Background: an optimization exercise with open tools, aiming at small area. Do not read the settings as production practice. The RTL was checked by simulation tests, not by an equivalence proof against the original design.

==> flow/design.v (outline; a module is shown in full before it is edited, if it fits) <==
// module mxfp4_block_dot: 844 lines
module mxfp4_block_dot (
    input  wire         clk,
    input  wire         rst,
    input  wire         in_valid,
    input  wire         in_first,
    input  wire         in_last,
    input  wire [127:0] in_a,       
    input  wire [127:0] in_b,
    input  wire [7:0]   in_sa,      
    input  wire [7:0]   in_sb,      
    output reg          out_valid,
    output wire [31:0]  out_d
);
  // ...
==> flow/flow/run.sh <==
#!/bin/bash
# Own layout flow: the standard layout (standard.sh, ORFS), with three
# changes:
#  - synthesis skips Yosys's generic "abc -fast" pre-mapping inside synth
#    (SYNTH_ARGS=-noabc), so extract_fa sees the design's full adders as
#    written;
#  - ABC's technology mapping runs flow/area.abc (&dch + &nf with area
#    recovery) instead of abc_area.script; flow/my_synth.tcl is the standard flow's
#    synth_recipe.tcl with only that change;
#  - port buffers are the smallest buffer cell (sky130_fd_sc_hd__buf_1)
#    instead of the one buffer_ports picks by default.
# Everything else (floorplan, power grid, taps, placement, CTS, routing) is
# the standard flow. Each step's full log is under orfs/logs/; make's own
# output goes to flow.log.
set -euo pipefail
here=$(pwd)
bash standard.sh "SYNTH_SCRIPT=$here/flow/my_synth.tcl" "SYNTH_ARGS=-noabc" \
    "BUFFER_PORTS_ARGS=-buffer_cell sky130_fd_sc_hd__buf_1" finish > flow.log 2>&1
==> flow/flow/area.abc <==
strash
&get -n
&dch
&nf -R 1000
&put
topo
==> flow/flow/my_synth.tcl <==
# The standard flow's synthesis script (synth_recipe.tcl, in the work folder) unchanged,
# except that ABC's technology mapping runs flow/area.abc in place of the
# flow's abc_area.script.
set my_flow_dir [file dirname [file normalize [info script]]]
set my_abc_script [file join $my_flow_dir area.abc]
proc abc {args} {
  set i [lsearch -exact $args -script]
  if { $i >= 0 } {
    lset args [expr { $i + 1 }] $::my_abc_script
  }
  yosys abc {*}$args
}
source [file join [file dirname $my_flow_dir] synth_recipe.tcl]
==> flow/standard.sh <==
#!/bin/bash
# synth_recipe.tcl (not shown) runs the flow's synth.tcl, then flattens the netlist and writes it again
# the make line also repeats each setting of config.mk as NAME=value (left out here)
make -C /OpenROAD-flow-scripts/flow DESIGN_CONFIG=/design/flow/config.mk WORK_HOME=/design/flow/orfs CLKGATE_MAP_FILE= SYNTH_SCRIPT=/design/flow/synth_recipe.tcl "${@:-finish}"
==> flow/config.mk <==
export PLATFORM = sky130hd
export DESIGN_NAME = mxfp4_block_dot
export DESIGN_NICKNAME = mxfp4_block_dot
export VERILOG_FILES = /design/flow/design.v
export SDC_FILE = /design/flow/constraint.sdc
export NUM_CORES = 4
export LEC_CHECK = 0
export ABC_AREA = 1
export CAP_MARGIN = 10
export CORE_MARGIN = 2
export CORE_UTILIZATION = 55
export SLEW_MARGIN = 10
==> flow/constraint.sdc <==
create_clock -name core_clock -period 35.0 [get_ports {clk}]
set_input_delay 7.0000 -clock core_clock [delete_from_list [all_inputs] [get_ports {clk}]]
set_output_delay 7.0000 -clock core_clock [all_outputs]
set_load 0.01 [all_outputs]
==> flow_summary_export.csv, run 1 <==
group,metric,value,unit
status,status,"timing/DRC/antenna clean",
synth,syn_area,0.0235,mm2
die,pin_count,310,
layout,buf_share,5.73,%
worst_hold_path,whs_path_depth,2,
synth,synth_top_cell_area_share,27.7,%
setup_path,cp-end-kind,"register",
detailed_routing,wire_per_inst,21.1,um
synth,yosysWarnings,1,
sta,drv_slew,0,
worst_hold_path,hold-path-endpoint,"out_valid",
setup_path,reg2reg_depth,128,
clock_network,cts_hold_buffers,0,
synth,ys_types,49,
layout,drive_gt1_share,2.23,%
layout,largestClassByArea,"multi-input gates",
clock_network,htree_levels,3,
clock_network,insertion_delay,0.35,ns
detailed_routing,highest_layer,"met5",
grt,use_met2,57.6,%
layout,reg_top3,"acc: 32 flops, MBf: 12 flops, tb: 10 flops",
synth,synthTopCellsByArea,"fa_1 (28%), xor2_1 (8.5%), xnor2_1 (7.3%)",
sta,setup_violations,0,
synth,synth_top_family_by_area,"adder cells",
detailed_routing,wl_met3,6.58,mm
synth,muxShareOfSynthArea,3.57,%
detailed_routing,wl_met2,36.5,mm
==> inputs of run 2 (changes only) <==
--- a/flow/design.v
+++ b/flow/design.v
@@ -751,30 +751,26 @@
         lzb = 4'd13;
         for (i = 0; i < 13; i = i + 1)
             if (MBu[i]) lzb = 4'd12 - i[3:0];
     end
     wire [12:0] MBn0  = MBu << lzb;
     wire [32:0] es_r  = rca({24'd0, in_sa}, {24'd0, in_sb}, 1'b0);
     wire [32:0] tl_r  = rca({23'd0, es_r[8:0]}, {28'hFFFFFFF, ~lzb}, 1'b1);
     wire [32:0] tb_r  = rca(tl_r[31:0], {22'h3FFFFF, 10'h38B}, 1'b0);
-    reg         s1_valid, s1_first, s1_last, s1_nan, sB, zeroB;
+    reg         s1_first, s1_lastv, s1_nan, sB, zeroB;
     reg  [11:0] MBf;
     reg  [9:0]  tb;
     always @(posedge clk) begin
-        if (rst)
-            s1_valid <= 1'b0;
-        else
-            s1_valid <= in_valid;
-        s1_first <= in_first;
-        s1_last  <= in_last;
-        s1_nan   <= (&in_sa) | (&in_sb);
+        s1_first <= in_valid & in_first;
+        s1_lastv <= in_valid & in_last & ~rst;
+        s1_nan   <= in_valid & ((&in_sa) | (&in_sb));
         sB       <= sB0;
-        zeroB    <= zB0;
-        MBf      <= MBn0[11:0];
+        zeroB    <= zB0 | ~in_valid;
+        MBf      <= MBn0[11:0] & {12{in_valid}};
         tb       <= tb_r[9:0];
     end
     wire [12:0] MBn = {~zeroB, MBf};
     reg  [31:0] acc;
     wire [31:0] a_op  = s1_first ? 32'd0 : acc;
     wire        sA    = a_op[31];
     wire [7:0]  ea    = a_op[30:23];
     wire        a_nrm = |ea;
@@ -808,37 +804,34 @@
     always @(*) begin
         L0 = 5'd28;
         for (i = 0; i < 28; i = i + 1)
             if (V[i]) L0 = 5'd27 - i[4:0];
     end
     wire        zeroV = ~|V;
     wire [9:0]  tbig  = bigA ? {2'd0, ta} : tb;
     wire [32:0] l_r   = rca({22'd0, tbig}, {27'h7FFFFFF, ~L0}, 1'b0);
-    wire        tlt   = l_r[10];                          
-    wire [4:0]  Lp    = tlt ? tbig[4:0] : L0;
+    wire        clamp = l_r[10] | zeroV;                  
+    wire [4:0]  Lp    = clamp ? tbig[4:0] : L0;
     wire [27:0] N     = V << Lp;
     wire        inc_pos = N[3] & (N[2] | N[1] | N[0] | N[4]);
     wire        n21     = N[2] & N[1];
     wire        inc_neg = (N[3] & n21) | ((N[3] ^ n21) & (~n21 | N[4]));
     wire        inc     = neg ? inc_neg : inc_pos;
     wire [32:0] m_r     = rca({8'd0, N[27:4]}, 32'd0, inc);
     wire [24:0] mant    = m_r[24:0];
-    wire [32:0] e_r     = rca({22'd0, tbig}, {27'h7FFFFFF, ~Lp}, 1'b1);
-    wire [32:0] x_r     = rca({22'd0, e_r[9:0]}, {30'd0, mant[24:23]}, 1'b0);
+    wire [32:0] x_r     = rca({22'd0, l_r[9:0] & {10{~clamp}}}, {30'd0, mant[24:23]}, ~clamp);
     wire [9:0]  ex      = x_r[9:0];
-    wire        ovf     = ((|ex[9:8]) | (&ex[7:0])) & ~zeroV;
+    wire        ovf     = (|ex[9:8]) | (&ex[7:0]);
     wire        nanf  = s1_nan | a_nan;
     wire        frc   = ovf | a_inf | nanf;
     wire        zres  = ~|mant;
     wire        sgn   = (a_inf ? sA : (sbig ^ neg) & ~zres) & ~nanf;
-    wire [31:0] res   = frc ? {sgn, 8'hFF, nanf, 22'd0}
-                            : {sgn, zeroV ? 8'd0 : ex[7:0], mant[22:0]};
+    wire [31:0] res   = frc ? {sgn, 8'hFF, nanf, 22'd0} : {sgn, ex[7:0], mant[22:0]};
     always @(posedge clk) begin
         if (rst)
             out_valid <= 1'b0;
         else
-            out_valid <= s1_valid & s1_last;
-        if (s1_valid)
-            acc <= res;
+            out_valid <= s1_lastv;
+        acc <= res;
     end
     assign out_d = acc;
 endmodule
==> run 2 against run 1 <==
Net effect:
- synthesized cell count down 0.76%
- critical path type unchanged
- register-to-register slack worse by 0.65 ns
- global-route usage fell by 0.98 points
- first-iteration DRC count is 12% lower
- routed wire length is 2.8% lower
- design area is 0.39% higher
- die area decreased by 0.88%
- critical endpoint is now acc[10]
- clock-buffer cell count is 2 higher
- clock skew shrank 0.0059 ns
==> flow_summary_export.csv, run 2 <==
group,metric,value,unit
status,status,"timing/DRC/antenna clean",
synth,synthArstFlopShare,0,%
sta,layout_worst_path_cycle_share,95.2,%
place,hpwlAfterDp,68.3,mm
clock_network,cts_buffers,9,
layout,drive_gt1_share,3.06,%
place,placed_cells,3778,
clock_network,path_clk_slew,0.05,ns
setup_path,cp-start-kind,"register",
worst_hold_path,whs_path_depth,1,
worst_hold_path,hold_class,"reg -> reg",
grt,grt_usage,35.0,%
sta,setup_tns,0,ns
synth,synth_edf_count,0,
setup_path,reg2reg_depth,138,
synth,synthFlopType,"dfxtp_1",
clock_network,cts-root-buf,"clkbuf_16",
layout,largest_reg_flops,32,
grt,grt_max_degree,53,
detailed_routing,drtIter0Drc,1899,
sta,tightest_slew,1.20,ns
clock_network,insertion_delay,0.35,ns
grt,grt_antenna_before_repair,7,
detailed_routing,routed_via_density,6.19,
synth,ys_types,51,
synth,synth_nets,3593,
setup_path,cp-end-kind,"register",
grt,grt_pass1_wl,121,mm
synth,synthAdderAreaFrac,33.8,%
place,numPortBuffers,309,
layout,final_area,0.0261,mm2
sta,relSlewSlack,19.8,%
synth,synth-seq-cells,60,
layout,layout_commonest_cell,"nand2_1",
die,pin_count,310,
place,place_area,0.0256,mm2
synth,muxShareOfSynthArea,4.58,%
synth,synth_top_area_cell,"fa_1",
synth,ys_seq_area_share,5.16,%
clock_network,cts.sinks,60,
sta,fin_ws,1.67,ns
detailed_routing,wire_per_inst,20.5,um
setup_path,arrival,33.61,ns
synth,yosys.area_share.simple,20.2,%
layout,fin_cells,3813,
sta,hold_viol,0,
detailed_routing,drc_errors,0,
synth,yosysWarnings,1,
clock_network,cts_hold_buffers,0,
die,initial_core_util,55.6,%
synth,yosysMostFrequentCell,"nand2_1",
setup_path,slowest_delay,0.61,ns
sta,drv_slew,0,
detailed_routing,vias,23600,
setup_path,crit_type,"reg -> reg",
setup_path,slowest_stage,"or4b_1",
synth,ys_top_cells_by_count,"nand2_1 (434), fa_1 (326), o21ai_0 (267), nor2_1 (263), xor2_1 (232)",
layout,fill_cells,3792,
synth,synth_top_family_by_area,"adder cells",
setup_path,path_max_fanout,52,
synth,synthCells,2882,
sta,setup_violations,0,
grt,grt_overflow,0,
detailed_routing,firstDrtPassIters,8,
clock_network,htree_levels,3,
die,placementRows,75,
die,chipWidth,210,um
setup_path,critPathBufInv,11,
die,die_h,210,um
setup_path,crit_top_cell,"ha_1",
layout,area_growth,12.2,%
layout,reg_top3,"acc: 32 flops, MBf: 12 flops, tb: 10 flops",
synth,synthTopCellsByArea,"fa_1 (28%), xor2_1 (8.7%), nand2_1 (7.0%)",
die,dieArea,0.0440,mm2
layout,regMostFlops,"acc",
clock_network,clock_path_buffers,2,
synth,syn_area,0.0233,mm2
run,cap_viol_max_count,0,
grt,first_global_vias,22700,
layout,fin_nets,3971,
synth,yosys.area_share.xor_xnor,15.7,%
place,dp_slack,0.729,ns
die,coreArea,0.0419,mm2
synth,synth_top_cell_area_share,28.0,%
layout,layout_common_cells,"nand2_1 (432), fa_1 (326), buf_1 (309)",
sta,fmax,30.0,MHz
clock_network,tritoncts,"done",
synth,avgSynthCellArea,8.08,um2
detailed_routing,wl,78.2,mm
place,gp_congestion,1.01,
setup_path,cp_top_family,"adder cells",
sta,fin_skew,0.00601,ns
sta,fin_crit,33.33,ns
synth,synth_compound_area_share,19.2,%
setup_path,required,35.28,ns
detailed_routing,ant_nets,0,
setup_path,crit_cells,138,
==> run 2: changes by cell type in the layout (fill, tap and decap cells not counted), moves of 11 or more <==
cell,before,now
nor3b_1,1,16
a211oi_1,1,13
mux2i_1,57,72
edfxtp_1,32,0
nor2_1,307,263
dfxtp_1,29,59
nor3_1,97,86
o22ai_1,112,100
a21oi_1,185,171
==> run 2: cell type report <==
class	count	area (um2)	area share (%)
inverter	87	334	1.28
sequential	60	1200	4.61
clock buffer	11	253	0.968
clock inverter	5	108	0.412
timing repair buffer	366	1610	6.16
tap	539	674	2.58
multi-input combinational	2736	21900	83.9
antenna	9	22.5	0.0862
==> run 2: cells by family after synthesis <==
family | Yosys count
DFF | 60
muxes | 103
xor gates and xnor gates | 416
AOI/OAI and AO/OA | 732
adders and majority gates | 434
buffers and inverters | 87
and+or+nand+nor | 1050
==> run 2: layer usage <==
metal  share of wire [%]  vias to the layer above  track usage [%]
met5               0.063                        -                0
met4                 6.4                        8             20.4
met3                 5.3                      232             3.47
met2                  49                      956             62.2
met1                  39                    11300             41.3
li1                    -                    11100                -
==> run 2: worst paths after layout <==
| check | from | to | slack [ns] |
|---|---|---|---|
| max reg2reg | s1_first | acc[10] | 1.67 |
| max | s1_first | acc[10] | 1.67 |
| min | s1_lastv | out_valid | 0.46 |
| min reg2reg | s1_lastv | out_valid | 0.46 |
==> run 2: stage by stage <==
stage	utilization [%]	hold WS [ns]
detailed placement	61.1	0.452
finish	62.4	0.460
global placement	61.1	0.431
global route	62.4	0.477
floorplan	-	0.408
CTS	61.9	0.463
==> run 2: what timing repair did <==
action,in CTS,in global routing
buffers inserted,0,9
resized for setup,0,26
endpoints found under the setup margin,0,31
hold endpoints to repair,0,0

## afterwards: timing with drivers on the ports
How much do the figures lean on ideal ports? The routed layouts below were timed once more, with nothing changed but the port constraints. Step 1 (the two cells are an assumption about what drives the block):
set clk [get_ports {clk}]
set_driving_cell -lib_cell sky130_fd_sc_hd__clkbuf_16 $clk
set_driving_cell -lib_cell sky130_fd_sc_hd__buf_2 [delete_from_list [all_inputs] $clk]
Step 2, shift: input delay + t, output delay - t, t = (earliest + latest rising clock arrival at the registers) / 2. This alone moves slack from input paths to output paths. a / b / c = ideal / step 1 / step 2; a / b = the first two.
run | t, ns | slack for setup (ns) | worst slew at a driven data input, ns | pins driven straight from the clock port
run 1 | 0.392 | 2.320 / 2.320 / 2.320 | 0.11 | 1
run 2 | 0.393 | 1.675 / 1.674 / 1.674 | 0.12 | 1
After both steps every run listed still meets setup and hold. The setup slack of run 2, which loses most, moves by -0.001 ns with the drivers and by -0.001 ns with both steps.
